From an optimization exercise on the open Yosys and OpenROAD flow, aimed at small area, a short achievable clock period and few clock cycles per item; shortcuts taken in it are not production practice.
Function was checked by simulation only, so behaviour that the tests miss may differ from the original.

==> flow/design.v (outline; a module is shown in full before it is edited, if it fits) <==
// module sum_node: 138 lines
// module sn_mac: 2551 lines
// module sn_ha: 4 lines
// module sn_fa: 4 lines
// module sn_bsel: 3 lines
// module sn_bseln: 3 lines
// module sn_round: 394 lines
// module sn_coef0: 239 lines
// module sn_coef1: 233 lines
// module sn_coef2: 330 lines
// module sn_coef3: 137 lines
// module sn_coef4: 330 lines
// module sn_coef5: 233 lines
// module sn_coef6: 239 lines
module sum_node (
    input  wire         clk,
    input  wire         rst,         
    input  wire         in_valid,
    output wire         in_ready,
    input  wire [255:0] in_x,        
    input  wire [31:0]  in_cs,       
    input  wire [31:0]  in_ce,       
    input  wire         in_last,     
    output wire         out_valid,
    input  wire         out_ready,
    output wire [255:0] out_y,       
    output wire         out_sat      
);
  // ...
==> flow/run.sh <==
#!/bin/bash
# synth_recipe.tcl (not shown) runs the flow's synth.tcl, then flattens the netlist and writes it again
# the make line also repeats each setting of config.mk as NAME=value (left out here)
make -C /OpenROAD-flow-scripts/flow DESIGN_CONFIG=/design/flow/config.mk WORK_HOME=/design/flow/orfs CLKGATE_MAP_FILE= SYNTH_SCRIPT=/design/flow/synth_recipe.tcl finish
==> flow/config.mk <==
export PLATFORM = sky130hd
export DESIGN_NAME = sum_node
export DESIGN_NICKNAME = sum_node
export VERILOG_FILES = /design/flow/design.v
export SDC_FILE = /design/flow/constraint.sdc
export NUM_CORES = 4
export LEC_CHECK = 0
export ABC_CLOCK_PERIOD_IN_PS = 4000
export CAP_MARGIN = 20
export CORE_MARGIN = 2
export CORE_UTILIZATION = 50
export GPL_TIMING_DRIVEN = 0
export SLEW_MARGIN = 20
export SYNTH_HIERARCHICAL = 1
export SYNTH_MINIMUM_KEEP_SIZE = 0
==> flow/constraint.sdc <==
create_clock -name core_clock -period 22.0 [get_ports {clk}]
set_input_delay 4.4000 -clock core_clock [delete_from_list [all_inputs] [get_ports {clk}]]
set_output_delay 4.4000 -clock core_clock [all_outputs]
set_load 0.01 [all_outputs]
==> reports/metrics.cfg, run 1 <==
[route]
viasPerCell = 5.93
post-route-drc-count = 0
drt_pass1_iterations = 10
top_layer_used = met5

[worst_setup_path]
cpPeakStageDelay_ns = 1.09
worst-path-max-fanout = 10
r2r_slack_ns = 14.56
critPathTopFamily = simple AND/OR/NAND/NOR gates
startpoint = acc_s[435]
r2r_end = sat
crit_end = sat
end_kind = flip-flop

[outcome]
status = timing/DRC/antenna clean

[placed_design]
dp.final_hpwl_um = 951000

[final_layout]
buffers = 4432
syn_to_final_growth_pct = 9.79
num-nets-final = 35655
sh_seq_area_pct = 16.6
multi_input_area_sq_mm = 0.221
seq_cells = 2507

[synthesis]
yosysUniqueCellTypes = 102

[timing]
rsz0062_at_grt = no
fmax_ghz = 0.134
drv_slew = 0

[clock_tree]
cts_tree = yes
clk_path_buf_depth = 4

[global_route]
grt_pass1_wl_um = 1650000

[worst_hold_path]
hp-class = reg -> reg

Testbench counts, summed over its fixed seeds: cycles 7,706, sends 7,571.
==> module sum_node, before the edit <==
module sum_node (
    input  wire         clk,
    input  wire         rst,         
    input  wire         in_valid,
    output wire         in_ready,
    input  wire [255:0] in_x,        
    input  wire [31:0]  in_cs,       
    input  wire [31:0]  in_ce,       
    input  wire         in_last,     
    output wire         out_valid,
    input  wire         out_ready,
    output wire [255:0] out_y,       
    output wire         out_sat      
);
    reg          rdy;             
    reg          nf;              
    reg          s0_v, s0_l, s0_f;
    reg  [255:0] x0;
    reg  [31:0]  cs0, ce0;
    reg          s1_v, s1_l;
    reg          clr;             
    reg  [255:0] x1;
    reg  [127:0] one1, two1, neg1;   
    reg  [639:0] acc_s, acc_c;    
    reg          r_v;             
    reg          y_v;
    reg  [255:0] y;
    reg          sat;
    wire block  = (s1_v & s1_l) | r_v | y_v;
    wire s0_go  = s0_v & ~(s0_l & block);
    wire n_s0_v  = rdy ? in_valid : s0_v;
    wire n_s0_l  = rdy ? in_last  : s0_l;
    wire n_s1_cl = s0_go & s0_l;
    wire n_r_v   = s1_v & s1_l;
    wire n_y_v   = r_v | (y_v & ~out_ready);
    wire n_rdy   = ~n_s0_v | ~(n_s0_l & (n_s1_cl | n_r_v | n_y_v));
    assign in_ready  = rdy;
    assign out_valid = y_v;
    assign out_y     = y;
    assign out_sat   = sat;
    always @(posedge clk) begin
        if (rst) begin
            rdy  <= 1'b1;
            nf   <= 1'b1;
            s0_v <= 1'b0;
            s1_v <= 1'b0;
            r_v  <= 1'b0;
            y_v  <= 1'b0;
        end else begin
            rdy  <= n_rdy;
            if (rdy & in_valid)
                nf <= in_last;
            s0_v <= n_s0_v;
            s1_v <= s0_go;
            r_v  <= n_r_v;
            y_v  <= n_y_v;
        end
    end
    always @(posedge clk) begin
        if (rdy) begin
            s0_l <= in_last;
            s0_f <= nf;
            x0   <= in_x;
            cs0  <= in_cs;
            ce0  <= in_ce;
        end
    end
    wire [255:0] c_n;
    genvar gi;
    generate
        for (gi = 0; gi < 8; gi = gi + 1) begin : g_coef
            if (gi == 7) begin : g_last
                assign c_n[32*gi +: 32] = ce0;
            end else if (gi == 0) begin : g_0
                sn_coef0 u_coef (.cs(cs0), .ce(ce0), .c(c_n[32*gi +: 32]));
            end else if (gi == 1) begin : g_1
                sn_coef1 u_coef (.cs(cs0), .ce(ce0), .c(c_n[32*gi +: 32]));
            end else if (gi == 2) begin : g_2
                sn_coef2 u_coef (.cs(cs0), .ce(ce0), .c(c_n[32*gi +: 32]));
            end else if (gi == 3) begin : g_3
                sn_coef3 u_coef (.cs(cs0), .ce(ce0), .c(c_n[32*gi +: 32]));
            end else if (gi == 4) begin : g_4
                sn_coef4 u_coef (.cs(cs0), .ce(ce0), .c(c_n[32*gi +: 32]));
            end else if (gi == 5) begin : g_5
                sn_coef5 u_coef (.cs(cs0), .ce(ce0), .c(c_n[32*gi +: 32]));
            end else begin : g_6
                sn_coef6 u_coef (.cs(cs0), .ce(ce0), .c(c_n[32*gi +: 32]));
            end
        end
    endgenerate
    wire [127:0] one_n, two_n, neg_n;
    generate
        for (gi = 0; gi < 128; gi = gi + 1) begin : g_benc
            wire b2 = c_n[2*gi + 1];
            wire b1 = c_n[2*gi];
            wire b0 = (gi % 16 == 0) ? 1'b0 : c_n[2*gi - 1];
            assign one_n[gi] = s0_go & (b1 ^ b0);
            assign two_n[gi] = s0_go & ((b2 & ~b1 & ~b0) | (~b2 & b1 & b0));
            assign neg_n[gi] = s0_go & b2;
        end
    endgenerate
    always @(posedge clk) begin
        s1_l <= s0_l;
        clr  <= s0_go & s0_f;
        x1   <= x0;
        one1 <= one_n;
        two1 <= two_n;
        neg1 <= neg_n;
    end
    wire [639:0] ns, nc;
    generate
        for (gi = 0; gi < 8; gi = gi + 1) begin : g_mac
            sn_mac u_mac (
                .x(x1[32*gi +: 32]), .one(one1[16*gi +: 16]), .two(two1[16*gi +: 16]),
                .neg(neg1[16*gi +: 16]), .clr(clr),
                .acc_s(acc_s[80*gi +: 80]), .acc_c(acc_c[80*gi +: 80]),
                .ns(ns[80*gi +: 80]), .nc(nc[80*gi +: 80]));
        end
    endgenerate
    always @(posedge clk) begin
        acc_s <= ns;
        acc_c <= nc;
    end
    wire [255:0] y_n;
    wire [7:0]   sat_n;
    generate
        for (gi = 0; gi < 8; gi = gi + 1) begin : g_round
            sn_round u_round (.a(acc_s[80*gi +: 80]), .b(acc_c[80*gi +: 80]),
                              .y(y_n[32*gi +: 32]), .sat(sat_n[gi]));
        end
    endgenerate
    always @(posedge clk) begin
        if (r_v) begin
            y   <= y_n;
            sat <= |sat_n;
        end
    end
endmodule
==> run 2: changes to the inputs <==
--- a/flow/design.v
+++ b/flow/design.v
@@ -25,2 +25,5 @@
     reg          r_v;             
+    reg          q_v;             
+    reg  [7:0]   satv;            
+    reg          rdy_o;           
     reg          y_v;
@@ -28,3 +31,3 @@
     reg          sat;
-    wire block  = (s1_v & s1_l) | r_v | y_v;
+    wire block  = (s1_v & s1_l) | r_v | q_v | y_v;
     wire s0_go  = s0_v & ~(s0_l & block);
@@ -34,5 +37,8 @@
     wire n_r_v   = s1_v & s1_l;
-    wire n_y_v   = r_v | (y_v & ~out_ready);
-    wire n_rdy   = ~n_s0_v | ~(n_s0_l & (n_s1_cl | n_r_v | n_y_v));
-    assign in_ready  = rdy;
+    wire n_q_v   = r_v;
+    wire n_y_v   = q_v | (y_v & ~out_ready);
+    wire n_rdy, n_rdy_o;
+    sn_rdy u_rdy   (.s0_v(n_s0_v), .s0_l(n_s0_l), .busy(n_s1_cl | n_r_v | n_q_v | n_y_v), .rdy(n_rdy));
+    sn_rdy u_rdy_o (.s0_v(n_s0_v), .s0_l(n_s0_l), .busy(n_s1_cl | n_r_v | n_q_v | n_y_v), .rdy(n_rdy_o));
+    assign in_ready  = rdy_o;
     assign out_valid = y_v;
@@ -43,2 +49,3 @@
             rdy  <= 1'b1;
+            rdy_o <= 1'b1;
             nf   <= 1'b1;
@@ -47,2 +54,3 @@
             r_v  <= 1'b0;
+            q_v  <= 1'b0;
             y_v  <= 1'b0;
@@ -50,2 +58,3 @@
             rdy  <= n_rdy;
+            rdy_o <= n_rdy_o;
             if (rdy & in_valid)
@@ -55,2 +64,3 @@
             r_v  <= n_r_v;
+            q_v  <= n_q_v;
             y_v  <= n_y_v;
@@ -133,7 +143,12 @@
         if (r_v) begin
-            y   <= y_n;
-            sat <= |sat_n;
+            y    <= y_n;
+            satv <= sat_n;
         end
+        if (q_v)
+            sat <= |satv;
     end
 endmodule
+module sn_rdy (input wire s0_v, input wire s0_l, input wire busy, output wire rdy);
+    assign rdy = ~s0_v | ~(s0_l & busy);
+endmodule
 module sn_mac (input wire [31:0] x, input wire [15:0] one, input wire [15:0] two, input wire [15:0] neg, input wire clr,
--- a/flow/config.mk
+++ b/flow/config.mk
@@ -7,3 +7,3 @@
 export LEC_CHECK = 0
-export ABC_CLOCK_PERIOD_IN_PS = 4000
+export ABC_CLOCK_PERIOD_IN_PS = 2500
 export CAP_MARGIN = 20
==> run 2 against run 1 <==
Effect of this change: still clean; utilization grew 0.052 points.
==> reports/metrics.cfg, run 2 <==
[outcome]
status = timing/DRC/antenna clean  ; unchanged

[synthesis]
synth_common_cells = fa_1, xnor2_1, a22oi_1, dfxtp_1, buf_2  ; unchanged
ys.flop_type = dfxtp_1  ; unchanged
synth_fa_ha_area_share_pct = 38.5  ; was 38.6%
yosysSeqAreaShare_pct = 18.3  ; about the same
synthXorXnorAreaFrac_pct = 14.0  ; was 14.1%
ys_ff_latch = 2517  ; was 2507
yosysMostFrequentCell = fa_1  ; unchanged
ys_async_sr_fraction_pct = 0  ; unchanged
synthesis.area_sq_mm = 0.307  ; was 0.306 sq mm
avgSynthCellArea_sq_um = 11.1  ; was 11.0 sq um
yosysWarnings = 7  ; unchanged
synth_compound_area_share_pct = 14.1  ; was 14.0%
yosys.area.top_type_share_pct = 31.9  ; was 32.0%
synth_cells = 27759  ; was 27746
synth_edf_count = 586  ; was 578
yosys.area.top_type = fa_1  ; unchanged
synth_top_family_by_area = adder cells  ; unchanged
synth.area.top_cells = fa_1, xnor2_1, dfxtp_1  ; unchanged
muxShareOfSynthArea_pct = 0.00733  ; was 0.00367%
yosysUniqueCellTypes = 103  ; was 102
synth_simple_gate_area_share_pct = 5.46  ; was 5.47%

[clock_tree]
path_clk_slew_ns = 0.07  ; was 0.06 ns
root_buffer = clkbuf_16  ; unchanged
post_cts_resize_count = 0  ; unchanged
cts_max_level = 5  ; unchanged
cts_num_sinks = 2517  ; was 2507
cts_tree = yes  ; unchanged
post-cts-setup-buffers = 0  ; unchanged
numCtsBuffers = 317  ; was 315
cts_hold_buf = 0  ; unchanged
clk_path_buf_depth = 4  ; unchanged
clock_latency_ns = 1.04  ; was 1.05 ns

[timing]
slew_headroom_pct = 16.0  ; was 19.9%
fmax_ghz = 0.146  ; was 0.134 GHz
hold_viol = 0  ; unchanged
layout_min_cycle_time_ns = 6.86  ; was 7.44 ns
worst_pin_slew_ns = 1.25  ; was 1.19 ns
finalCritPeriodShare_pct = 31.2  ; was 33.8%
rsz0062_at_grt = no  ; unchanged
drv_slew = 0  ; unchanged
fin_skew_ns = 0.0552  ; was 0.0732 ns
tns_ns = 0  ; unchanged
setup_slack_ns = 15.14  ; was 14.56 ns
setup-violations-final = 0  ; unchanged

[global_route]
grt_usage_pct = 37.2  ; was 36.7%
antenna_found_initial = 79  ; was 81
overflow = 0  ; unchanged
grt_pass1_vias = 228865  ; was 230629
grt_max_degree = 57  ; was 50
grt_pass1_wl_um = 1670000  ; was 1650000 um

[worst_setup_path]
cpPeakStageDelay_ns = 0.98  ; was 1.09 ns
crit_slowest_cell = a221oi_1  ; was nor4_1
cp_common_cell = nand2_1
rr_worst_depth = 17  ; was 18
r2r_end = satv[3]  ; was sat
critPathTopFamily = compound AO/OA/AOI/OAI gates  ; was simple AND/OR/NAND/NOR gates
cp.depth = 17  ; was 18
end_kind = flip-flop  ; unchanged
worst-path-max-fanout = 12  ; was 10
r2r-start = acc_s[254]  ; was acc_s[435]
worstSetupPathType = reg -> reg  ; unchanged
cp-start-kind = flip-flop  ; unchanged
crit_path_cell_trace = inv_1 > ha_1 > a21oi_1 > nand2_1 > a221oi_1 > a21oi_2 > a211oi_4 > nor3_1 > nor2_1 > o31a_1 > fa_1 > xor2_1 > nand4_1 > nor4_1 > a31o_2 > clkbuf_1 > nand2_1  ; was ha_1 > nand4_1 > nor4_2 > nand3_1 > a21oi_2 > a211oi_4 > o21ai_4 > a21oi_1 > o21a_1 > fa_1 > xor2_1 > nand4_1 > nor4_1 > a31o_2 > clkbuf_1 > nand2_1 > nor4_1 > nand2_1
r2r_slack_ns = 15.14  ; was 14.56 ns
path_buf_inv = 2  ; was 1
cp.arrival_ns = 7.34  ; was 8.20 ns
cp.required_ns = 22.47  ; was 22.76 ns

[final_layout]
regArea_sq_mm = 0.0563  ; was 0.0560 sq mm
nFillCells = 53753  ; was 53828
multi_input_area_sq_mm = 0.222  ; was 0.221 sq mm
final_area_sq_mm = 0.337  ; was 0.336 sq mm
syn_to_final_growth_pct = 9.71  ; was 9.79%
drive_gt1_share_pct = 17.6  ; was 17.2%
final_util_pct = 55.1  ; about the same
layout.cells.most_common = fa_1  ; unchanged
final_cell_mix = fa_1, xnor2_1, a22oi_1  ; unchanged
num-nets-final = 35633  ; was 35655
top_regs = acc_c: 640 flops, acc_s: 640 flops  ; unchanged

[route]
post-route-drc-count = 0  ; unchanged
first_iter_violations = 24235  ; was 23504
viasPerCell = 5.95  ; was 5.93
drt_pass1_iterations = 10  ; unchanged
num_vias = 221582  ; was 220801
detail-route-antenna-nets = 0  ; unchanged
finalWirelength_um = 1170000  ; was 1150000 um
wl_per_cell_um = 31.5  ; was 30.9 um

[placed_design]
gp_congestion = 1.03  ; was 1.01
dp_slack_ns = 15.24  ; was 14.57 ns
dp.final_hpwl_um = 966000  ; was 951000 um
port_buffers = 583  ; unchanged
placed_area_sq_mm = 0.326  ; was 0.325 sq mm

[worst_hold_path]
hold_depth = 0  ; unchanged
hp-class = reg -> reg  ; unchanged
hold_start = x0[164]  ; was x0[247]
whs_endpoint = x1[164]  ; was x1[247]

[die]
start_util_pct = 50.2  ; about the same
dieArea_sq_mm = 0.621  ; was 0.619 sq mm
die_w_um = 788  ; was 787 um
top_level_ports = 584  ; unchanged
die_y_um = 788  ; was 787 um
fp.coreArea_sq_mm = 0.612  ; was 0.611 sq mm
rows = 287  ; unchanged

[job]
drv_cap = 0  ; unchanged

[run 2: cell types whose count changed after synthesis, moves of 2 or more]
cell / delta
nor2b_1: +140
and2_1: -137
a21oi_1: -120
a21oi_2: +119
buf_6: +18
clkbuf_2: -13
edfxtp_1: +8
buf_2: -6
clkbuf_1: +4
buf_4: -3
dfxtp_1: +2
nand3_1: +2
or2_2: +2
[run 2: cell type report]
type                            instances  area share (%)
Antenna cell                           71          0.0527
Buffer                               3682            7.05
Clock buffer                          405            2.57
Clock inverter                        184           0.719
Inverter                             1542            1.72
Multi-Input combinational cell      20022            65.7
Sequential cell                      2517            16.7
Tap cell                             8092            3.00
Timing Repair Buffer                  713            2.46
[run 2: Yosys stat by module (local to each module, per instance)]
| module | cells inside | copies in the design |
|---|---|---|
| sum_node | 3448 | 1 |
| sn_mac | 1761 | 8 |
| sn_round | 514 | 8 |
| sn_coef6 | 224 | 1 |
| sn_coef0 | 206 | 1 |
| sn_coef4 | 167 | 1 |
| sn_coef2 | 177 | 1 |
| sn_coef5 | 163 | 1 |
| sn_coef1 | 163 | 1 |
| sn_coef3 | 151 | 1 |
| sn_fa | 1 | 4584 |
| sn_ha | 1 | 274 |
| sn_rdy | 1 | 2 |
[run 2: logic make-up (layout without fill, tap and decap cells)]
logic type                 after synthesis  in the layout
muxes                                    2              2
and+or+nand+nor                       3016           3016
DFF                                   2517           2517
other                                    4             79
buffers and inverters                 5224           6526
xor gates and xnor gates              4914           4914
adders and majority gates             6513           6513
AOI/OAI and AO/OA                     5569           5569
[run 2: through the flow]
| step | hold WS [ns] | std cells |
|---|---|---|
| floorplan | 0.323 | 27763 |
| CTS | 0.297 | 37155 |
| detailed placement | 0.327 | 36566 |
| global route | 0.306 | 37184 |
| global placement | 0.325 | 36438 |
| finish | 0.304 | 37228 |
[run 2: worst max-delay path by stage]
stage,startpoint,end,slack (ns)
3_3_place_gp,rdy,s0_v,5.79
2_1_floorplan,rdy,rdy,12.97
5_1_grt,acc_s[254],satv[3],14.96
4_1_cts,acc_s[401],y[178],15.24
6_report,acc_s[254],satv[3],15.14
3_5_place_dp,acc_s[83],y[58],15.24
[run 2: worst reg2reg max path, cell delays in order, from the launching register on]
cell and delay [ns]:
dfxtp_1 0.45, inv_1 0.08, ha_1 0.37, a21oi_1 0.18, nand2_1 0.09, a221oi_1 0.98, a21oi_2 0.18, a211oi_4 0.57
nor3_1 0.11, nor2_1 0.30, o31a_1 0.21, fa_1 0.19, xor2_1 0.26, nand4_1 0.13, nor4_1 0.33, a31o_2 0.28
clkbuf_1 0.60, nand2_1 0.93
[run 2: layer usage]
layer	GRT usage [%]	up-vias	part of all wire (%)
li1	-	93708	-
met1	51.6	114042	42
met2	54.7	11565	42
met3	9.92	2239	11
met4	16.5	28	5.5
met5	0	-	0.017
Testbench counts of run 2, summed over its fixed seeds: cycles 7,778, sends 7,571.
==> run 3: changes to the inputs <==
==> flow/flow/run.sh (new file) <==
#!/bin/bash
set -euo pipefail
bash standard.sh 'BUFFER_PORTS_ARGS=-buffer_cell sky130_fd_sc_hd__buf_4' \
    SETUP_SLACK_MARGIN=15.5 finish > standard.log 2>&1
==> flow/standard.sh (new file) <==
#!/bin/bash
# synth_recipe.tcl (not shown) runs the flow's synth.tcl, then flattens the netlist and writes it again
# the make line also repeats each setting of config.mk as NAME=value (left out here)
make -C /OpenROAD-flow-scripts/flow DESIGN_CONFIG=/design/flow/config.mk WORK_HOME=/design/flow/orfs CLKGATE_MAP_FILE= SYNTH_SCRIPT=/design/flow/synth_recipe.tcl "${@:-finish}"
removed: flow/run.sh
==> run 3 against run 2 <==
Effect of this change: clock skew is 0.016 ns higher; synthesized area did not move; global-route usage is 0.49 points higher; final cell count about the same; critical path type unchanged; highest routed layer unchanged.
==> reports/metrics.cfg, run 3 <==
[outcome]
status = timing/DRC/antenna clean  ; unchanged

[route]
post-route-drc-count = 0  ; unchanged
detail-route-antenna-nets = 0  ; unchanged
viasPerCell = 5.95  ; about the same
wl_per_cell_um = 31.8  ; was 31.5 um
first_iter_violations = 24233  ; was 24235
drt_pass1_iterations = 8  ; was 10
num_vias = 221743  ; was 221582
finalWirelength_um = 1190000  ; was 1170000 um

[worst_setup_path]
crit_path_cell_trace = ha_1 > nand4_1 > inv_1 > a221oi_2 > o221ai_2 > a211oi_4 > o21ai_4 > a211oi_1 > o31a_1 > fa_1 > xor2_1 > xnor2_1 > o31a_1 > clkbuf_1 > o21ai_0  ; was inv_1 > ha_1 > a21oi_1 > nand2_1 > a221oi_1 > a21oi_2 > a211oi_4 > nor3_1 > nor2_1 > o31a_1 > fa_1 > xor2_1 > nand4_1 > nor4_1 > a31o_2 > clkbuf_1 > nand2_1
critPathTopFamily = compound AO/OA/AOI/OAI gates  ; unchanged
end_kind = flip-flop  ; unchanged
worstSetupPathType = reg -> reg  ; unchanged
worst-path-max-fanout = 10  ; was 12
crit_slowest_cell = a211oi_4  ; was a221oi_1
cp.required_ns = 22.61  ; was 22.47 ns
cp-start-kind = flip-flop  ; unchanged
cp.arrival_ns = 7.02  ; was 7.34 ns
cp_common_cell = o31a_1  ; was nand2_1
path_buf_inv = 2  ; unchanged
cpPeakStageDelay_ns = 0.66  ; was 0.98 ns

[synthesis]
ys_async_sr_fraction_pct = 0  ; unchanged
yosysUniqueCellTypes = 103  ; unchanged
ys_ff_latch = 2517  ; unchanged
avgSynthCellArea_sq_um = 11.1  ; unchanged
yosysWarnings = 7  ; unchanged
synth_cells = 27759  ; unchanged
ys.flop_type = dfxtp_1  ; unchanged
yosysMostFrequentCell = fa_1  ; unchanged
yosys.area.top_type = fa_1  ; unchanged
yosysSeqAreaShare_pct = 18.3  ; unchanged
synth_common_cells = fa_1, xnor2_1, a22oi_1, dfxtp_1, buf_2  ; unchanged
synth_edf_count = 586  ; unchanged
synth.area.top_cells = fa_1, xnor2_1, dfxtp_1  ; unchanged
synthesis.area_sq_mm = 0.307  ; unchanged
yosys.area.top_type_share_pct = 31.9  ; unchanged

[die]
dieArea_sq_mm = 0.621  ; unchanged
die_w_um = 788  ; unchanged
fp.coreArea_sq_mm = 0.612  ; unchanged
start_util_pct = 50.2  ; unchanged
top_level_ports = 584  ; unchanged
rows = 287  ; unchanged
die_y_um = 788  ; unchanged

[clock_tree]
numCtsBuffers = 318  ; was 317
root_buffer = clkbuf_16  ; unchanged
clock_latency_ns = 1.08  ; was 1.04 ns
cts_tree = yes  ; unchanged
cts_hold_buf = 0  ; unchanged
cts_num_sinks = 2517  ; unchanged
path_clk_slew_ns = 0.07  ; about the same
cts_max_level = 5  ; unchanged
clk_path_buf_depth = 4  ; unchanged

[placed_design]
port_buffers = 583  ; unchanged
dp_cells = 36593  ; was 36566
gp_congestion = 1.02  ; was 1.03
dp.final_hpwl_um = 979000  ; was 966000 um

[timing]
worst_pin_slew_ns = 1.32  ; was 1.25 ns
fin_worst_hold_slack_ns = 0.319  ; was 0.304 ns
finalCritPeriodShare_pct = 29.1  ; was 31.2%
drv_slew = 0  ; unchanged
tns_ns = 0  ; unchanged
fmax_ghz = 0.156  ; was 0.146 GHz
setup-violations-final = 0  ; unchanged
layout_min_cycle_time_ns = 6.41  ; was 6.86 ns
slew_headroom_pct = 11.5  ; was 16.0%
hold_viol = 0  ; unchanged
rsz0062_at_grt = no  ; unchanged
fin_skew_ns = 0.0709  ; was 0.0552 ns

[final_layout]
layout.cells.most_common = fa_1  ; unchanged
nFillCells = 53823  ; was 53753
stdcell_count = 37247  ; was 37228
syn_to_final_growth_pct = 9.42  ; was 9.71%
drive_gt1_share_pct = 19.6  ; was 17.6%
num-nets-final = 35661  ; was 35633
final_cell_mix = fa_1, xnor2_1, a22oi_1  ; unchanged
top_regs = acc_c: 640 flops, acc_s: 640 flops  ; unchanged

[global_route]
grt_pass1_vias = 228680  ; was 228865
grt_usage_pct = 37.7  ; was 37.2%
overflow = 0  ; unchanged
grt_max_degree = 56  ; was 57
antenna_found_initial = 73  ; was 79
grt_pass1_wl_um = 1690000  ; was 1670000 um

[worst_hold_path]
hp-class = reg -> reg  ; unchanged

[job]
drv_cap = 0  ; unchanged

-- run 3: cell types whose count changed in the layout (fill, tap and decap cells not counted), sizes merged, moves of 5 or more --
cell           change
clkinv            +13
bufinv             -5
diode             -13
clkinvlp          -12
clkdlybuf4s50    -583
buf              +610
inv                +5
-- run 3: path summary, 6_finish.rpt --
kind | slack (ns) | from | depth (start not counted) | to
min reg2reg | 0.32 | x0[68] | 0 | x1[68]
max reg2reg | 15.59 | acc_c[439] | 15 | y[172]
min | 0.32 | x0[68] | 0 | x1[68]
max | 15.59 | acc_c[439] | 15 | y[172]
-- run 3: cell type report --
cell class | count | area [sq um] | area share (%)
multi-input cells | 20022 | 222000 | 65.9
flip-flops and latches | 2517 | 56300 | 16.7
plain buffers | 3682 | 23800 | 7.07
well taps | 8092 | 10100 | 3.01
clock buffers | 409 | 8720 | 2.59
repair buffers | 740 | 7370 | 2.19
inverters | 1542 | 5790 | 1.72
clock inverters | 185 | 2400 | 0.714
diodes | 58 | 145 | 0.0432
-- run 3: metrics by stage --
stage | setup WS, ns | instance area, sq um | utilization, %
global placement | 11.49 | 322000 | 52.6
floorplan | 16.75 | 307000 | -
CTS | 15.50 | 336000 | 54.9
detailed placement | 15.28 | 325000 | 53.1
finish | 15.59 | 336000 | 55.0
global route | 15.48 | 336000 | 55.0
-- run 3: Yosys stat by module (local to each module, per instance) --
| module | area [sq um] | times used | flops+latches | cells inside |
|---|---|---|---|---|
| sn_coef2 | 1540 | 1 | 0 | 177 |
| sn_coef3 | 1350 | 1 | 0 | 151 |
| sn_mac | 13400 | 8 | 0 | 1761 |
| sn_coef6 | 1830 | 1 | 0 | 224 |
| sn_ha | 12.5 | 274 | 0 | 1 |
| sn_coef5 | 1470 | 1 | 0 | 163 |
| sn_coef0 | 1650 | 1 | 0 | 206 |
| sn_coef1 | 1450 | 1 | 0 | 163 |
| sum_node | 62100 | 1 | 2517 | 3448 |
| sn_coef4 | 1560 | 1 | 0 | 167 |
| sn_round | 4020 | 8 | 0 | 514 |
| sn_fa | 20.0 | 4584 | 0 | 1 |
| sn_rdy | 5.00 | 2 | 0 | 1 |
-- run 3: metal layers --
layer / share of wire (%) / GRT usage (%) / vias up
met4: 5.7 / 17.4 / 28
met1: 42 / 52.4 / 114151
met3: 11 / 10.6 / 2286
met2: 42 / 54.5 / 11481
li1: - / - / 93797
met5: 0.019 / 0 / -
-- run 3: worst register-to-register path, cell delays in order, from the launching register on --
cell	delay (ns)
dfxtp_1	0.49
ha_1	0.35
nand4_1	0.17
inv_1	0.07
a221oi_2	0.59
o221ai_2	0.41
a211oi_4	0.66
o21ai_4	0.20
a211oi_1	0.32
o31a_1	0.21
fa_1	0.20
xor2_1	0.08
xnor2_1	0.55
o31a_1	0.50
clkbuf_1	0.57
o21ai_0	0.57
-- run 3: kinds of logic after synthesis --
family	after synthesis	share of synthesized area, %
compound gates	5569	14.1
xor+xnor	4914	14.0
fa+ha+maj	6513	38.5
buf+inv	5224	9.62
flops	2517	18.3
mux	2	0.00733
other cells	4	0.00488
simple gates	3016	5.46
-- run 3: repair_timing --
action	in CTS	in global routing
resized for setup	4	4
endpoints found under the setup margin	5	5
buffers inserted	0	0
==> run 4: changes to the inputs <==
==> flow/flow/run.sh (replaced) <==
#!/bin/bash
set -euo pipefail
bash standard.sh 'BUFFER_PORTS_ARGS=-buffer_cell sky130_fd_sc_hd__buf_4' \
    SETUP_SLACK_MARGIN=15.8 finish > standard.log 2>&1
--- a/flow/config.mk
+++ b/flow/config.mk
@@ -10,3 +10,4 @@
 export CORE_MARGIN = 2
-export CORE_UTILIZATION = 50
+export CORE_UTILIZATION = 60
+export CTS_CLUSTER_SIZE = 40
 export GPL_TIMING_DRIVEN = 0
==> run 4 against run 3 <==
Effect of this change: still clean on timing, DRC and antenna; count of clock-buffer cells in the layout is 9 lower; wire length shrank 3.4%; critical path depth is 14 lower; fmax increased by 1.5%; non-clock buffer count rose by 17; sequential cell count did not move; critical path type is now reg -> out; critical endpoint is now out_y[83]; largest cell class unchanged.
==> reports/metrics.cfg, run 4 <==
[timing]
tns_ns = 0  ; unchanged
finalCritPeriodShare_pct = 28.7  ; was 29.1%
layout_min_cycle_time_ns = 6.31  ; was 6.41 ns
fmax_ghz = 0.158  ; was 0.156 GHz
rsz0062_at_grt = yes  ; was no
hold_viol = 0  ; unchanged
drv_slew = 0  ; unchanged
worst_pin_slew_ns = 1.28  ; was 1.32 ns
fin_skew_ns = 0.0730  ; was 0.0709 ns
slew_headroom_pct = 14.4  ; was 11.5%
setup-violations-final = 0  ; unchanged

[route]
first_iter_violations = 28237  ; was 24233
wl_per_cell_um = 31.9  ; was 31.8 um
post-route-drc-count = 0  ; unchanged
num_vias = 227152  ; was 221743
detail-route-antenna-nets = 0  ; unchanged
drt_pass1_iterations = 9  ; was 8
finalWirelength_um = 1140000  ; was 1190000 um
viasPerCell = 6.33  ; was 5.95

[die]
dieArea_sq_mm = 0.518  ; was 0.621 sq mm
die_y_um = 720  ; was 788 um
rows = 262  ; was 287
start_util_pct = 60.3  ; was 50.2%
top_level_ports = 584  ; unchanged
die_w_um = 720  ; was 788 um
fp.coreArea_sq_mm = 0.510  ; was 0.612 sq mm

[placed_design]
gp_congestion = 1.06  ; was 1.02
placed_area_sq_mm = 0.323  ; was 0.325 sq mm
dp.final_hpwl_um = 942000  ; was 979000 um
port_buffers = 583  ; unchanged

[synthesis]
synth.area.top_cells = fa_1, xnor2_1, dfxtp_1  ; unchanged
ys_async_sr_fraction_pct = 0  ; unchanged
ys.flop_type = dfxtp_1  ; unchanged
yosys.area.top_type_share_pct = 31.9  ; unchanged
synth_common_cells = fa_1, xnor2_1, a22oi_1, dfxtp_1, buf_2  ; unchanged
yosysMostFrequentCell = fa_1  ; unchanged
yosys.area.top_type = fa_1  ; unchanged
yosysUniqueCellTypes = 103  ; unchanged
synth_edf_count = 586  ; unchanged
yosysSeqAreaShare_pct = 18.3  ; unchanged
avgSynthCellArea_sq_um = 11.1  ; unchanged
ys_ff_latch = 2517  ; unchanged
yosysWarnings = 7  ; unchanged
synth_cells = 27759  ; unchanged
synthesis.area_sq_mm = 0.307  ; unchanged

[final_layout]
num-nets-final = 35665  ; was 35661
layout.cells.most_common = fa_1  ; unchanged
final_cell_mix = fa_1, xnor2_1, a22oi_1  ; unchanged
syn_to_final_growth_pct = 8.75  ; was 9.42%
top_regs = acc_c: 640 flops, acc_s: 640 flops  ; unchanged
drive_gt1_share_pct = 19.7  ; was 19.6%
nFillCells = 39956  ; was 53823
final_area_sq_mm = 0.334  ; was 0.336 sq mm

[worst_setup_path]
cp.arrival_ns = 1.91  ; was 7.02 ns
worstSetupPathType = reg -> out  ; was reg -> reg
cp-start-kind = flip-flop  ; unchanged
worst-path-max-fanout = 1  ; was 10
cpPeakStageDelay_ns = 0.71  ; was 0.66 ns
crit_path_cell_trace = buf_6  ; was ha_1 > nand4_1 > inv_1 > a221oi_2 > o221ai_2 > a211oi_4 > o21ai_4 > a211oi_1 > o31a_1 > fa_1 > xor2_1 > xnor2_1 > o31a_1 > clkbuf_1 > o21ai_0
critPathTopFamily = flip-flops  ; was compound AO/OA/AOI/OAI gates
startpoint = y[83]  ; was acc_c[439]
crit_slowest_cell = edfxtp_1  ; was a211oi_4
r2r-start = acc_s[435]  ; was acc_c[439]
cp.required_ns = 17.60  ; was 22.61 ns
path_buf_inv = 1  ; was 2
end_kind = output port  ; was flip-flop

[global_route]
met3_usage_pct = 15.0  ; was 10.6%
grt_usage_pct = 43.7  ; was 37.7%
overflow = 0  ; unchanged
grt_max_degree = 53  ; was 56
grt_pass1_wl_um = 1640000  ; was 1690000 um
grtUsageMet2_pct = 62.4  ; was 54.5%
grt_busiest_layer = met2  ; unchanged
antenna_found_initial = 71  ; was 73
grt_pass1_vias = 232631  ; was 228680
gr-usage-met1_pct = 58.7  ; was 52.4%

[clock_tree]
clk_path_buf_depth = 4  ; unchanged
clock_latency_ns = 1.05  ; was 1.08 ns
cts_tree = yes  ; unchanged
cts_num_sinks = 2517  ; unchanged
path_clk_slew_ns = 0.06  ; was 0.07 ns
cts_max_level = 5  ; unchanged
root_buffer = clkbuf_16  ; unchanged
cts_hold_buf = 0  ; unchanged
numCtsBuffers = 305  ; was 318

[worst_hold_path]
hp-class = reg -> reg  ; unchanged
hold_start = x0[113]  ; was x0[68]

[outcome]
status = timing/DRC/antenna clean  ; unchanged

[job]
drv_cap = 0  ; unchanged

run 4: cell counts after synthesis:
No cell type changed its count.
run 4: Yosys stat by module (local to each module, per instance):
| module | cell area (sq um) | copies in the design |
|---|---|---|
| sn_coef6 | 1830 | 1 |
| sn_ha | 12.5 | 274 |
| sn_round | 4020 | 8 |
| sn_rdy | 5.00 | 2 |
| sn_coef2 | 1540 | 1 |
| sum_node | 62100 | 1 |
| sn_coef0 | 1650 | 1 |
| sn_fa | 20.0 | 4584 |
| sn_coef1 | 1450 | 1 |
| sn_coef5 | 1470 | 1 |
| sn_mac | 13400 | 8 |
| sn_coef3 | 1350 | 1 |
| sn_coef4 | 1560 | 1 |
run 4: what timing repair did:
action                     in CTS  in global routing
resized for setup              11                 30
pin swaps                       0                  2
setup endpoints to repair      18                 47
buffers inserted                0                  4
run 4: metrics by stage:
stage | hold slack (ns) | util (%) | std cells | setup slack [ns]
finish | 0.334 | 65.6 | 35878 | 15.69
global route | 0.342 | 65.5 | 35833 | 15.69
CTS | 0.337 | 65.5 | 35812 | 15.64
detailed placement | 0.327 | 63.4 | 35247 | 15.52
global placement | 0.325 | 62.8 | 35078 | 11.67
floorplan | 0.323 | - | 27763 | 16.75
run 4: kinds of logic (layout without fill, tap and decap cells):
group	after synthesis	in the layout	share of synthesized area (%)
adder cells (fa/ha/maj)	6513	6513	38.5
flip-flops	2517	2517	18.3
other	4	69	0.00488
buffers and inverters	5224	6546	9.62
AND/OR/NAND/NOR	3016	3016	5.46
multiplexers	2	2	0.00733
AO/OA/AOI/OAI	5569	5569	14.1
XOR/XNOR	4914	4914	14.0
run 4: area by class of cell:
cell class | instances | area [sq um] | area share [%]
sequential | 2517 | 56300 | 16.8
buffer | 3682 | 23800 | 7.12
timing repair buffer | 757 | 7520 | 2.25
clock inverter | 165 | 2030 | 0.608
multi-input combinational | 20022 | 222000 | 66.4
inverter | 1542 | 5790 | 1.73
antenna | 61 | 153 | 0.0457
clock buffer | 400 | 8480 | 2.54
tap | 6732 | 8420 | 2.52
run 4: path summary, 6_finish.rpt:
path	to	slack [ns]	depth (start not counted)
min reg2reg	x1[113]	0.33	0
max reg2reg	y[165]	15.81	15
min	x1[113]	0.33	0
max	out_y[83]	15.69	1
run 4: layer usage:
layer / wire [um] / vias up / share of wire (%)
met3: 150000 / 3032 / 13
met4: 76300 / 40 / 6.7
li1: - / 93787 / -
met2: 475000 / 14518 / 42
met1: 443000 / 115775 / 39
met5: 358 / - / 0.031
==> run 5: changes to the inputs <==
==> flow/flow/run.sh (replaced) <==
#!/bin/bash
# The standard layout, with every input and output port buffered by a buf_4
# instead of the default port buffer (a slow delay cell on sky130hd).
# The whole make output goes to standard.log in the work folder; ORFS keeps
# each step's log under orfs/logs.
set -euo pipefail
bash standard.sh 'BUFFER_PORTS_ARGS=-buffer_cell sky130_fd_sc_hd__buf_4' finish > standard.log 2>&1
--- a/flow/config.mk
+++ b/flow/config.mk
@@ -10,4 +10,3 @@
 export CORE_MARGIN = 2
-export CORE_UTILIZATION = 60
-export CTS_CLUSTER_SIZE = 40
+export CORE_UTILIZATION = 50
 export GPL_TIMING_DRIVEN = 0
==> run 5 against run 4 <==
Effect of this change: still clean on timing, DRC and antenna; sequential cell count unchanged; global-route usage shrank 7.2 points; final cell count up 3.8%; highest routed layer unchanged; non-clock buffer count decreased by 32; critical endpoint is now y[178]; wire length rose by 0.27%; via count is 2.4% lower; utilization down 11 points.
==> reports/metrics.cfg, run 5 <==
[outcome]
status = timing/DRC/antenna clean  ; unchanged

[synthesis]
avgSynthCellArea_sq_um = 11.1  ; unchanged
synth_edf_count = 586  ; unchanged
yosys.area.top_type_share_pct = 31.9  ; unchanged
synth_cells = 27759  ; unchanged
yosysSeqAreaShare_pct = 18.3  ; unchanged
synthesis.area_sq_mm = 0.307  ; unchanged
ys.flop_type = dfxtp_1  ; unchanged
ys_async_sr_fraction_pct = 0  ; unchanged
yosys.area.top_type = fa_1  ; unchanged
yosysWarnings = 7  ; unchanged
synth_common_cells = fa_1, xnor2_1, a22oi_1, dfxtp_1, buf_2  ; unchanged
yosysUniqueCellTypes = 103  ; unchanged
synth.area.top_cells = fa_1, xnor2_1, dfxtp_1  ; unchanged
ys_ff_latch = 2517  ; unchanged
yosysMostFrequentCell = fa_1  ; unchanged

[route]
detail-route-antenna-nets = 0  ; unchanged
first_iter_violations = 26247  ; was 28237
drt_pass1_iterations = 10  ; was 9
wl_per_cell_um = 30.8  ; was 31.9 um
num_vias = 221594  ; was 227152
finalWirelength_um = 1150000  ; was 1140000 um
post-route-drc-count = 0  ; unchanged
viasPerCell = 5.95  ; was 6.33

[clock_tree]
numCtsBuffers = 316  ; was 305
path_clk_slew_ns = 0.06  ; about the same
cts_max_level = 5  ; unchanged
post_cts_resize_count = 0  ; was 11
root_buffer = clkbuf_16  ; unchanged
clk_path_buf_depth = 4  ; unchanged
cts_hold_buf = 0  ; unchanged
cts_tree = yes  ; unchanged
post-cts-setup-buffers = 0  ; unchanged
clock_latency_ns = 1.05  ; about the same
cts_num_sinks = 2517  ; unchanged

[timing]
setup-violations-final = 0  ; unchanged
hold_viol = 0  ; unchanged
drv_slew = 0  ; unchanged
tns_ns = 0  ; unchanged
layout_min_cycle_time_ns = 6.68  ; was 6.31 ns
fmax_ghz = 0.150  ; was 0.158 GHz
slew_headroom_pct = 12.8  ; was 14.4%
worst_pin_slew_ns = 1.29  ; was 1.28 ns
rsz0062_at_grt = no  ; was yes
finalCritPeriodShare_pct = 30.3  ; was 28.7%
fin_skew_ns = 0.0583  ; was 0.0730 ns

[die]
die_w_um = 788  ; was 720 um
fp.coreArea_sq_mm = 0.612  ; was 0.510 sq mm
rows = 287  ; was 262
dieArea_sq_mm = 0.621  ; was 0.518 sq mm
start_util_pct = 50.2  ; was 60.3%
top_level_ports = 584  ; unchanged
die_y_um = 788  ; was 720 um

[worst_setup_path]
worstSetupPathType = reg -> reg  ; was reg -> out
cp.required_ns = 22.57  ; was 17.60 ns
worst-path-max-fanout = 10  ; was 1
cp-start-kind = flip-flop  ; unchanged
cp.arrival_ns = 7.25  ; was 1.91 ns
end_kind = flip-flop  ; was output port

[final_layout]
syn_to_final_growth_pct = 9.24  ; was 8.75%
num-nets-final = 35644  ; was 35665
multi_input_area_sq_mm = 0.222  ; about the same
final_util_pct = 54.9  ; was 65.6%
regArea_sq_mm = 0.0563  ; unchanged
drive_gt1_share_pct = 19.6  ; was 19.7%
nFillCells = 53790  ; was 39956
final_cell_mix = fa_1, xnor2_1, a22oi_1  ; unchanged
top_regs = acc_c: 640 flops, acc_s: 640 flops  ; unchanged
layout.cells.most_common = fa_1  ; unchanged

[worst_hold_path]
hp-class = reg -> reg  ; unchanged

[placed_design]
dp.final_hpwl_um = 949000  ; was 942000 um
port_buffers = 583  ; unchanged
gp_congestion = 1.03  ; was 1.06

[global_route]
grt_usage_pct = 36.5  ; was 43.7%
grt_pass1_vias = 228518  ; was 232631
grt_max_degree = 57  ; was 53
grt_pass1_wl_um = 1640000  ; about the same
overflow = 0  ; unchanged
antenna_found_initial = 82  ; was 71

[job]
drv_cap = 0  ; unchanged

-- run 5: cell counts after synthesis --
No cell type changed its count.
-- run 5: per-layer routing --
metal | routed length [um] | up-vias | global-route usage [%]
li1 | - | 93733 | -
met1 | 472000 | 113551 | 50.2
met5 | 186 | - | 0
met3 | 123000 | 2492 | 10.1
met4 | 68400 | 24 | 17.6
met2 | 484000 | 11794 | 53.1
-- run 5: final cells by class --
cell class | count | share of cell area (%)
antenna | 72 | 0.0537
buffer | 3682 | 7.08
clock buffer | 410 | 2.61
clock inverter | 176 | 0.655
inverter | 1542 | 1.72
multi-input combinational | 20022 | 66.0
sequential | 2517 | 16.8
tap | 8092 | 3.02
timing repair buffer | 725 | 2.08
-- run 5: final timing paths --
path              start      to  slack (ns)  depth (start not counted)
min              x0[69]  x1[69]        0.31                          0
min reg2reg      x0[69]  x1[69]        0.31                          0
max reg2reg  acc_s[403]  y[178]       15.32                         16
max          acc_s[403]  y[178]       15.32                         16
-- run 5: cell families (layout without fill, tap and decap cells) --
logic type	count (synthesis)	after routing	share of synthesized area, %
adder cells (fa/ha/maj)	6513	6513	38.5
AO/OA/AOI/OAI	5569	5569	14.1
buffers and inverters	5224	6535	9.62
XOR/XNOR	4914	4914	14.0
AND/OR/NAND/NOR	3016	3016	5.46
flip-flops	2517	2517	18.3
other	4	80	0.00488
multiplexers	2	2	0.00733
-- run 5: modules after synthesis (local to each module, per instance), excerpt --
module,cells inside,times used
sn_coef3,151,1
sn_coef4,167,1
sn_coef6,224,1
sn_fa,1,4584
sn_ha,1,274
sn_mac,1761,8
sn_rdy,1,2
sn_round,514,8
sum_node,3448,1
-- run 5: per-stage QoR --
step,hold WS [ns],std cells,instance area [sq um],setup WS [ns]
2_1_floorplan,0.323,27763,307000,12.97
3_3_place_gp,0.324,36438,322000,6.14
3_5_place_dp,0.327,36577,324000,15.35
4_1_cts,0.310,37163,335000,15.29
5_1_grt,0.333,37206,336000,15.17
6_report,0.311,37238,336000,15.32
-- run 5: worst max-delay path, stage by stage, from the launching register on --
cell and delay, ns:
dfxtp_1 0.36, inv_1 0.05, ha_1 0.33, a21oi_1 0.13, o21ai_0 0.25, a221oi_1 1.02, a21oi_2 0.27, a211oi_4 0.58
nor3_1 0.10, nor2_1 0.28, o21ai_0 0.15, fa_1 0.40, xor2_1 0.21, nor4_1 0.35, a31o_2 0.30, clkbuf_1 0.72
o21ai_0 0.66
==> run 6: changes to the inputs <==
--- a/flow/design.v
+++ b/flow/design.v
@@ -141,11 +141,16 @@
     endgenerate
+    wire [255:0] y_d;
+    wire         sat_d;
+    sn_hold #(.W(256)) u_hold_y   (.s(r_v), .a(y_n), .b(y), .y(y_d));
+    sn_hold #(.W(1))   u_hold_sat (.s(q_v), .a(|satv), .b(sat), .y(sat_d));
     always @(posedge clk) begin
-        if (r_v) begin
-            y    <= y_n;
+        if (r_v)
             satv <= sat_n;
-        end
-        if (q_v)
-            sat <= |satv;
+        y   <= y_d;
+        sat <= sat_d;
     end
 endmodule
+module sn_hold #(parameter W = 1) (input wire s, input wire [W-1:0] a, input wire [W-1:0] b, output wire [W-1:0] y);
+    assign y = s ? a : b;
+endmodule
 module sn_rdy (input wire s0_v, input wire s0_l, input wire busy, output wire rdy);
==> flow/flow/run.sh (replaced) <==
#!/bin/bash
set -euo pipefail
bash standard.sh 'BUFFER_PORTS_ARGS=-buffer_cell sky130_fd_sc_hd__buf_4' \
    SETUP_SLACK_MARGIN=15.8 finish > standard.log 2>&1
--- a/flow/config.mk
+++ b/flow/config.mk
@@ -10,3 +10,4 @@
 export CORE_MARGIN = 2
-export CORE_UTILIZATION = 50
+export CORE_UTILIZATION = 60
+export CTS_CLUSTER_SIZE = 40
 export GPL_TIMING_DRIVEN = 0
==> run 6 against run 5 <==
Effect of this change: highest routed layer unchanged; largest cell class unchanged; hold slack gained 0.0081 ns; global-route usage grew 7.1 points.
==> reports/metrics.cfg, run 6 <==
[clock_tree]
cts_num_sinks = 2517  ; unchanged
clk_path_buf_depth = 4  ; unchanged
cts_max_level = 5  ; unchanged
clock_latency_ns = 1.02  ; was 1.05 ns
path_clk_slew_ns = 0.06  ; about the same
root_buffer = clkbuf_16  ; unchanged
cts_tree = yes  ; unchanged
numCtsBuffers = 305  ; was 316

[die]
die_y_um = 720  ; was 788 um
top_level_ports = 584  ; unchanged
rows = 263  ; was 287
fp.coreArea_sq_mm = 0.512  ; was 0.612 sq mm
start_util_pct = 60.1  ; was 50.2%
die_w_um = 720  ; was 788 um
dieArea_sq_mm = 0.519  ; was 0.621 sq mm

[synthesis]
yosysMostFrequentCell = fa_1  ; unchanged
ys.flop_type = dfxtp_1  ; unchanged
yosysSeqAreaShare_pct = 17.4  ; was 18.3%
synth.area.top_cells = fa_1, dfxtp_1, xnor2_1  ; was fa_1, xnor2_1, dfxtp_1
yosys.area.top_type = fa_1  ; unchanged
yosys.area.top_type_share_pct = 31.9  ; about the same
synth_common_cells = fa_1, xnor2_1, a22oi_1, dfxtp_1, buf_2  ; unchanged
ys_ff_latch = 2517  ; unchanged
avgSynthCellArea_sq_um = 11.0  ; was 11.1 sq um
synthesis.area_sq_mm = 0.308  ; was 0.307 sq mm
ys_async_sr_fraction_pct = 0  ; unchanged
synth_edf_count = 329  ; was 586
yosysUniqueCellTypes = 101  ; was 103
yosysWarnings = 7  ; unchanged
synth_cells = 28042  ; was 27759

[outcome]
status = timing/DRC/antenna clean  ; unchanged

[final_layout]
final_util_pct = 65.3  ; was 54.9%
stdcell_count = 36162  ; was 37238
drive_gt1_share_pct = 20.4  ; was 19.6%
top_regs = acc_c: 640 flops, acc_s: 640 flops  ; unchanged
final_cell_mix = fa_1, xnor2_1, a22oi_1  ; unchanged
num-nets-final = 35937  ; was 35644
layout.cells.most_common = fa_1  ; unchanged
syn_to_final_growth_pct = 8.63  ; was 9.24%

[global_route]
grt_max_degree = 56  ; was 57
grt_pass1_vias = 235771  ; was 228518
overflow = 0  ; unchanged
grt_usage_pct = 43.6  ; was 36.5%
antenna_found_initial = 69  ; was 82
grt_pass1_wl_um = 1640000  ; about the same

[route]
detail-route-antenna-nets = 0  ; unchanged
post-route-drc-count = 0  ; unchanged
finalWirelength_um = 1140000  ; was 1150000 um
viasPerCell = 6.25  ; was 5.95
num_vias = 226018  ; was 221594
first_iter_violations = 25793  ; was 26247
drt_pass1_iterations = 8  ; was 10
wl_per_cell_um = 31.6  ; was 30.8 um

[timing]
worst_pin_slew_ns = 1.26  ; was 1.29 ns
slew_headroom_pct = 16.0  ; was 12.8%
fin_skew_ns = 0.0635  ; was 0.0583 ns
setup_slack_ns = 15.86  ; was 15.32 ns
rsz0062_at_grt = no  ; unchanged
hold_viol = 0  ; unchanged
setup-violations-final = 0  ; unchanged
fmax_ghz = 0.163  ; was 0.150 GHz
layout_min_cycle_time_ns = 6.14  ; was 6.68 ns
finalCritPeriodShare_pct = 27.9  ; was 30.3%
drv_slew = 0  ; unchanged
tns_ns = 0  ; unchanged

[worst_setup_path]
cp-start-kind = flip-flop  ; unchanged
worst-path-max-fanout = 16  ; was 10
crit_slowest_cell = dfxtp_4  ; was a221oi_1
end_kind = flip-flop  ; unchanged
crit_path_cell_trace = buf_12 > buf_12 > buf_2 > clkbuf_2 > nand2b_1 > ha_1 > inv_1 > fa_1 > fa_1 > fa_1 > fa_1 > fa_1 > fa_1 > buf_4  ; was inv_1 > ha_1 > a21oi_1 > o21ai_0 > a221oi_1 > a21oi_2 > a211oi_4 > nor3_1 > nor2_1 > o21ai_0 > fa_1 > xor2_1 > nor4_1 > a31o_2 > clkbuf_1 > o21ai_0
cp.arrival_ns = 7.02  ; was 7.25 ns
cp.required_ns = 22.88  ; was 22.57 ns
cp_common_cell = fa_1  ; was o21ai_0
cpPeakStageDelay_ns = 0.77  ; was 1.02 ns
worstSetupPathType = reg -> reg  ; unchanged

[placed_design]
gp_congestion = 1.06  ; was 1.03
dp.final_hpwl_um = 932000  ; was 949000 um
port_buffers = 583  ; unchanged
dp_slack_ns = 15.08  ; was 15.35 ns
dp_cells = 35543  ; was 36577

[worst_hold_path]
hp-class = reg -> reg  ; unchanged

[job]
drv_cap = 0  ; unchanged

==> run 6: cell count changes after synthesis, moves of 5 or more <==
cell,previous run,this run
dfxtp_1,1931,2188
edfxtp_1,586,329
mux2_2,2,258
buf_6,316,342
a21o_1,217,222
==> run 6: critical path: cells and delay by family (launching register included) <==
family | cells | cell delay [ns]
adder cells (fa/ha/maj) | 7 | 3.30
buffers and inverters | 6 | 1.75
flip-flops | 1 | 0.77
AND/OR/NAND/NOR | 1 | 0.15
==> run 6: logic make-up (layout without fill, tap and decap cells) <==
logic type / Yosys count / count (layout) / synth area share, %
adder cells (fa/ha/maj): 6513 / 6513 / 38.4
AO/OA/AOI/OAI: 5573 / 5573 / 14.0
buffers and inverters: 5249 / 6557 / 9.69
XOR/XNOR: 4914 / 4914 / 14.0
AND/OR/NAND/NOR: 3013 / 3013 / 5.44
flip-flops: 2517 / 2517 / 17.4
multiplexers: 259 / 259 / 0.949
other: 4 / 59 / 0.00488
==> run 6: Yosys stat by module (local to each module, per instance), a selection <==
module / times used / cells inside / flops+latches / area (sq um)
sn_coef4: 1 / 167 / 0 / 1560
sn_coef1: 1 / 163 / 0 / 1450
sn_coef5: 1 / 169 / 0 / 1470
sum_node: 1 / 3448 / 2517 / 59500
sn_coef2: 1 / 178 / 0 / 1560
sn_coef6: 1 / 214 / 0 / 1750
sn_rdy: 2 / 1 / 0 / 5.00
sn_coef0: 1 / 207 / 0 / 1650
sn_mac: 8 / 1761 / 0 / 13400
sn_fa: 4584 / 1 / 0 / 20.0
==> run 6: metrics by stage <==
stage / area, sq um / hold slack (ns)
floorplan: 308000 / 0.323
global placement: 321000 / 0.324
detailed placement: 324000 / 0.327
CTS: 334000 / 0.312
global route: 334000 / 0.335
finish: 334000 / 0.319
==> run 6: final cells by class <==
type | instances | area (sq um)
multi-input cells | 20280 | 225000
fillers | 40805 | 178000
flip-flops and latches | 2517 | 53700
plain buffers | 3710 | 24100
clock buffers | 402 | 8530
well taps | 6757 | 8450
repair buffers | 746 | 7210
inverters | 1539 | 5780
clock inverters | 160 | 2040
diodes | 51 | 128
==> run 6: worst paths after layout <==
path / from / to / slack, ns / depth (start not counted)
worst max register to register: clr / acc_c[598] / 15.86 / 14
worst min register to register: x0[73] / x1[73] / 0.32 / 0
worst max-delay path: clr / acc_c[598] / 15.86 / 14
worst min-delay path: x0[73] / x1[73] / 0.32 / 0
==> run 6: timing repair <==
item	4_1_cts	5_1_grt
pin swaps	1	2
endpoints found under the setup margin	80	40
setup buffers	0	6
gates resized for setup	24	25
hold buffers	0	0
==> run 6: routing by layer <==
layer	vias up	share of wire, %	GRT usage, %
met2	13122	43	64.7
met4	44	8.8	30.5
met3	3516	11	12.7
met1	114742	37	54.8
met5	-	0.029	0
li1	94594	-	-
Testbench counts of run 6, summed over its fixed seeds: cycles 7,778, sends 7,571.
==> run 7: changes to the inputs <==
==> flow/flow/run.sh (replaced) <==
#!/bin/bash
set -euo pipefail
bash standard.sh 'BUFFER_PORTS_ARGS=-buffer_cell sky130_fd_sc_hd__buf_4' \
    SETUP_SLACK_MARGIN=16.1 finish > standard.log 2>&1
==> run 7 against run 6 <==
Effect of this change: sequential share of layout area barely moved; sequential cell count stayed put; count of clock-buffer cells in the layout unchanged; clock skew up 0.0012 ns; via count rose by 0.27%; setup slack better by 0.15 ns; die area is the same; fmax grew 2.5%; first-iteration DRC count up 0.18%; critical path type is now reg -> out.
==> reports/metrics.cfg, run 7 <==
[final_layout]
nFillCells = 40661  ; was 40805
final_area_sq_mm = 0.335  ; was 0.334 sq mm
final_cell_mix = fa_1, xnor2_1, a22oi_1  ; unchanged
multi_input_area_sq_mm = 0.225  ; about the same
syn_to_final_growth_pct = 8.94  ; was 8.63%
stdcell_count = 36194  ; was 36162
regArea_sq_mm = 0.0539  ; was 0.0537 sq mm
drive_gt1_share_pct = 20.9  ; was 20.4%
top_regs = acc_c: 640 flops, acc_s: 640 flops  ; unchanged
layout.cells.most_common = fa_1  ; unchanged
num-nets-final = 35966  ; was 35937

[worst_setup_path]
r2r-start = acc_s[275]  ; was clr
r2r_slack_ns = 16.17  ; was 15.86 ns
worstSetupPathType = reg -> out  ; was reg -> reg
r2r_end = y[118]  ; was acc_c[598]
crit_path_cell_trace = buf_6  ; was buf_12 > buf_12 > buf_2 > clkbuf_2 > nand2b_1 > ha_1 > inv_1 > fa_1 > fa_1 > fa_1 > fa_1 > fa_1 > fa_1 > buf_4
path_buf_inv = 1  ; was 6
rr_worst_depth = 16  ; was 14
end_kind = output port  ; was flip-flop
cp.required_ns = 17.60  ; was 22.88 ns
cp-start-kind = flip-flop  ; unchanged
crit_slowest_cell = dfxtp_4  ; unchanged
critPathTopFamily = flip-flops  ; was adder cells
cpPeakStageDelay_ns = 0.44  ; was 0.77 ns
worst-path-max-fanout = 2  ; was 16
cp.arrival_ns = 1.59  ; was 7.02 ns

[timing]
fin_worst_hold_slack_ns = 0.316  ; was 0.319 ns
hold_viol = 0  ; unchanged
setup-violations-final = 0  ; unchanged
tns_ns = 0  ; unchanged
rsz0062_at_grt = yes  ; was no
fin_skew_ns = 0.0646  ; was 0.0635 ns
slew_headroom_pct = 13.7  ; was 16.0%
worst_pin_slew_ns = 1.30  ; was 1.26 ns
finalCritPeriodShare_pct = 27.2  ; was 27.9%
drv_slew = 0  ; unchanged
layout_min_cycle_time_ns = 5.99  ; was 6.14 ns
fmax_ghz = 0.167  ; was 0.163 GHz

[synthesis]
yosysUniqueCellTypes = 101  ; unchanged
avgSynthCellArea_sq_um = 11.0  ; unchanged
synth_cells = 28042  ; unchanged
ys_ff_latch = 2517  ; unchanged
synth.area.top_cells = fa_1, dfxtp_1, xnor2_1  ; unchanged
yosys.area.top_type = fa_1  ; unchanged
yosysSeqAreaShare_pct = 17.4  ; unchanged
ys.flop_type = dfxtp_1  ; unchanged
synth_edf_count = 329  ; unchanged
synthesis.area_sq_mm = 0.308  ; unchanged
yosys.area.top_type_share_pct = 31.9  ; unchanged
yosysWarnings = 7  ; unchanged
synth_common_cells = fa_1, xnor2_1, a22oi_1, dfxtp_1, buf_2  ; unchanged
yosysMostFrequentCell = fa_1  ; unchanged
ys_async_sr_fraction_pct = 0  ; unchanged

[clock_tree]
numCtsBuffers = 305  ; unchanged
cts_tree = yes  ; unchanged
path_clk_slew_ns = 0.06  ; about the same
cts_max_level = 5  ; unchanged
clock_latency_ns = 1.03  ; was 1.02 ns
root_buffer = clkbuf_16  ; unchanged
clk_path_buf_depth = 4  ; unchanged
cts_hold_buf = 0  ; unchanged
cts_num_sinks = 2517  ; unchanged

[global_route]
grt_pass1_vias = 235965  ; was 235771
grt_usage_pct = 43.6  ; about the same
met3_usage_pct = 12.9  ; was 12.7%
gr-usage-met1_pct = 54.8  ; about the same
grt_max_degree = 56  ; unchanged
grtUsageMet2_pct = 65.0  ; was 64.7%
grt_busiest_layer = met2  ; unchanged
grt_pass1_wl_um = 1640000  ; about the same
antenna_found_initial = 76  ; was 69
overflow = 0  ; unchanged

[route]
detail-route-antenna-nets = 0  ; unchanged
viasPerCell = 6.26  ; was 6.25
wl_per_cell_um = 31.6  ; about the same
drt_pass1_iterations = 8  ; unchanged
finalWirelength_um = 1140000  ; about the same
first_iter_violations = 25840  ; was 25793
num_vias = 226630  ; was 226018
post-route-drc-count = 0  ; unchanged

[worst_hold_path]
whs_endpoint = x1[73]  ; unchanged
hold_start = x0[73]  ; unchanged
hold_depth = 0  ; unchanged
hp-class = reg -> reg  ; unchanged

[outcome]
status = timing/DRC/antenna clean  ; unchanged

[die]
die_y_um = 720  ; unchanged
fp.coreArea_sq_mm = 0.512  ; unchanged
die_w_um = 720  ; unchanged
start_util_pct = 60.1  ; unchanged
top_level_ports = 584  ; unchanged
rows = 263  ; unchanged
dieArea_sq_mm = 0.519  ; unchanged

[placed_design]
dp_cells = 35543  ; unchanged
dp.final_hpwl_um = 932000  ; unchanged
port_buffers = 583  ; unchanged
gp_congestion = 1.06  ; unchanged
placed_area_sq_mm = 0.324  ; unchanged

[job]
drv_cap = 0  ; unchanged

-- run 7: modules after synthesis, one instance, submodules excluded, a selection --
module    area [sq um]  times used
sn_ha             12.5         274
sn_rdy            5.00           2
sn_coef5          1470           1
sn_round          4020           8
sn_coef3          1350           1
sn_fa             20.0        4584
sn_coef4          1560           1
sn_coef6          1750           1
sn_coef0          1650           1
sn_coef2          1560           1
sum_node         59500           1
sn_coef1          1450           1
sn_mac           13400           8
-- run 7: kinds of logic after synthesis --
| family | after synthesis | synth area share (%) |
|---|---|---|
| other | 4 | 0.00488 |
| XOR/XNOR | 4914 | 14.0 |
| buffers and inverters | 5249 | 9.69 |
| adder cells (fa/ha/maj) | 6513 | 38.4 |
| AO/OA/AOI/OAI | 5573 | 14.0 |
| flip-flops | 2517 | 17.4 |
| AND/OR/NAND/NOR | 3013 | 5.44 |
| multiplexers | 259 | 0.949 |
-- run 7: cell type report --
class	count	area share (%)
Tap cell	6757	2.52
Multi-Input combinational cell	20280	67.0
Inverter	1539	1.72
Buffer	3710	7.19
Antenna cell	54	0.0403
Clock inverter	160	0.608
Sequential cell	2517	16.1
Clock buffer	402	2.54
Timing Repair Buffer	775	2.33
-- run 7: through the flow --
stage | utilization [%] | worst slack, ns
floorplan | - | 16.63
global placement | 62.6 | 11.27
detailed placement | 63.2 | 15.08
CTS | 65.4 | 15.99
global route | 65.5 | 16.00
finish | 65.5 | 16.01
-- run 7: routing by layer --
layer,up-vias,share of wire (%),wire (um)
li1,94670,-,-
met1,115126,37,424000
met2,13250,43,493000
met3,3536,11,127000
met4,48,8.7,99800
met5,-,0.030,345
-- run 7: worst max-delay path by stage --
stage / cells past startpoint / to / from
2_1_floorplan: 21 / two1[110] / cs0[0]
3_3_place_gp: 12 / acc_c[598] / clr
3_5_place_dp: 16 / satv[2] / acc_s[207]
4_1_cts: 1 / out_valid / y_v
5_1_grt: 1 / out_valid / y_v
6_report: 1 / out_valid / y_v
-- run 7: what timing repair did --
action                     CTS  global route
buffers inserted            16            19
hold endpoints to repair     0             0
setup endpoints to repair  330           161
pin swaps                    5             6
gates resized for setup    267            38

what the ideal ports hide:
How much do the figures lean on ideal ports? The routed layouts below were timed once more, with nothing changed but the port constraints. Step 1: set_driving_cell puts a clkbuf_16 on clk and a buf_2 on each other input, an assumption about the parent block. Step 2 moves the port delays by t, midway between the first and last clock arrival at a register: inputs arrive t later, outputs are due t later. That takes back most of the time a late clock gives input paths. Slacks: no drivers / after step 1 / after step 2; pairs: no drivers / after step 1.
run	t, ns	slack for setup (ns)	hold WS [ns]	worst register clock-pin slew, ns	cell pins on the clock port's net
run 1	1.166	14.563 / 14.563 / 14.563	0.321 / 0.321 / 0.321	0.09 / 0.09	1
run 2	1.168	15.138 / 15.138 / 15.138	0.304 / 0.304 / 0.304	0.08 / 0.08	1
run 3	1.192	15.593 / 15.593 / 15.593	0.319 / 0.319 / 0.319	0.07 / 0.07	1
run 4	1.169	15.689 / 15.537 / 15.809	0.334 / 0.334 / 0.334	0.08 / 0.08	1
run 5	1.177	15.323 / 15.323 / 15.323	0.311 / 0.311 / 0.311	0.08 / 0.08	1
run 6	1.137	15.860 / 15.724 / 15.860	0.319 / 0.319 / 0.319	0.07 / 0.07	1
run 7	1.145	16.009 / 15.862 / 16.059	0.316 / 0.316 / 0.316	0.07 / 0.07	1
After both steps every run listed still meets setup and hold.
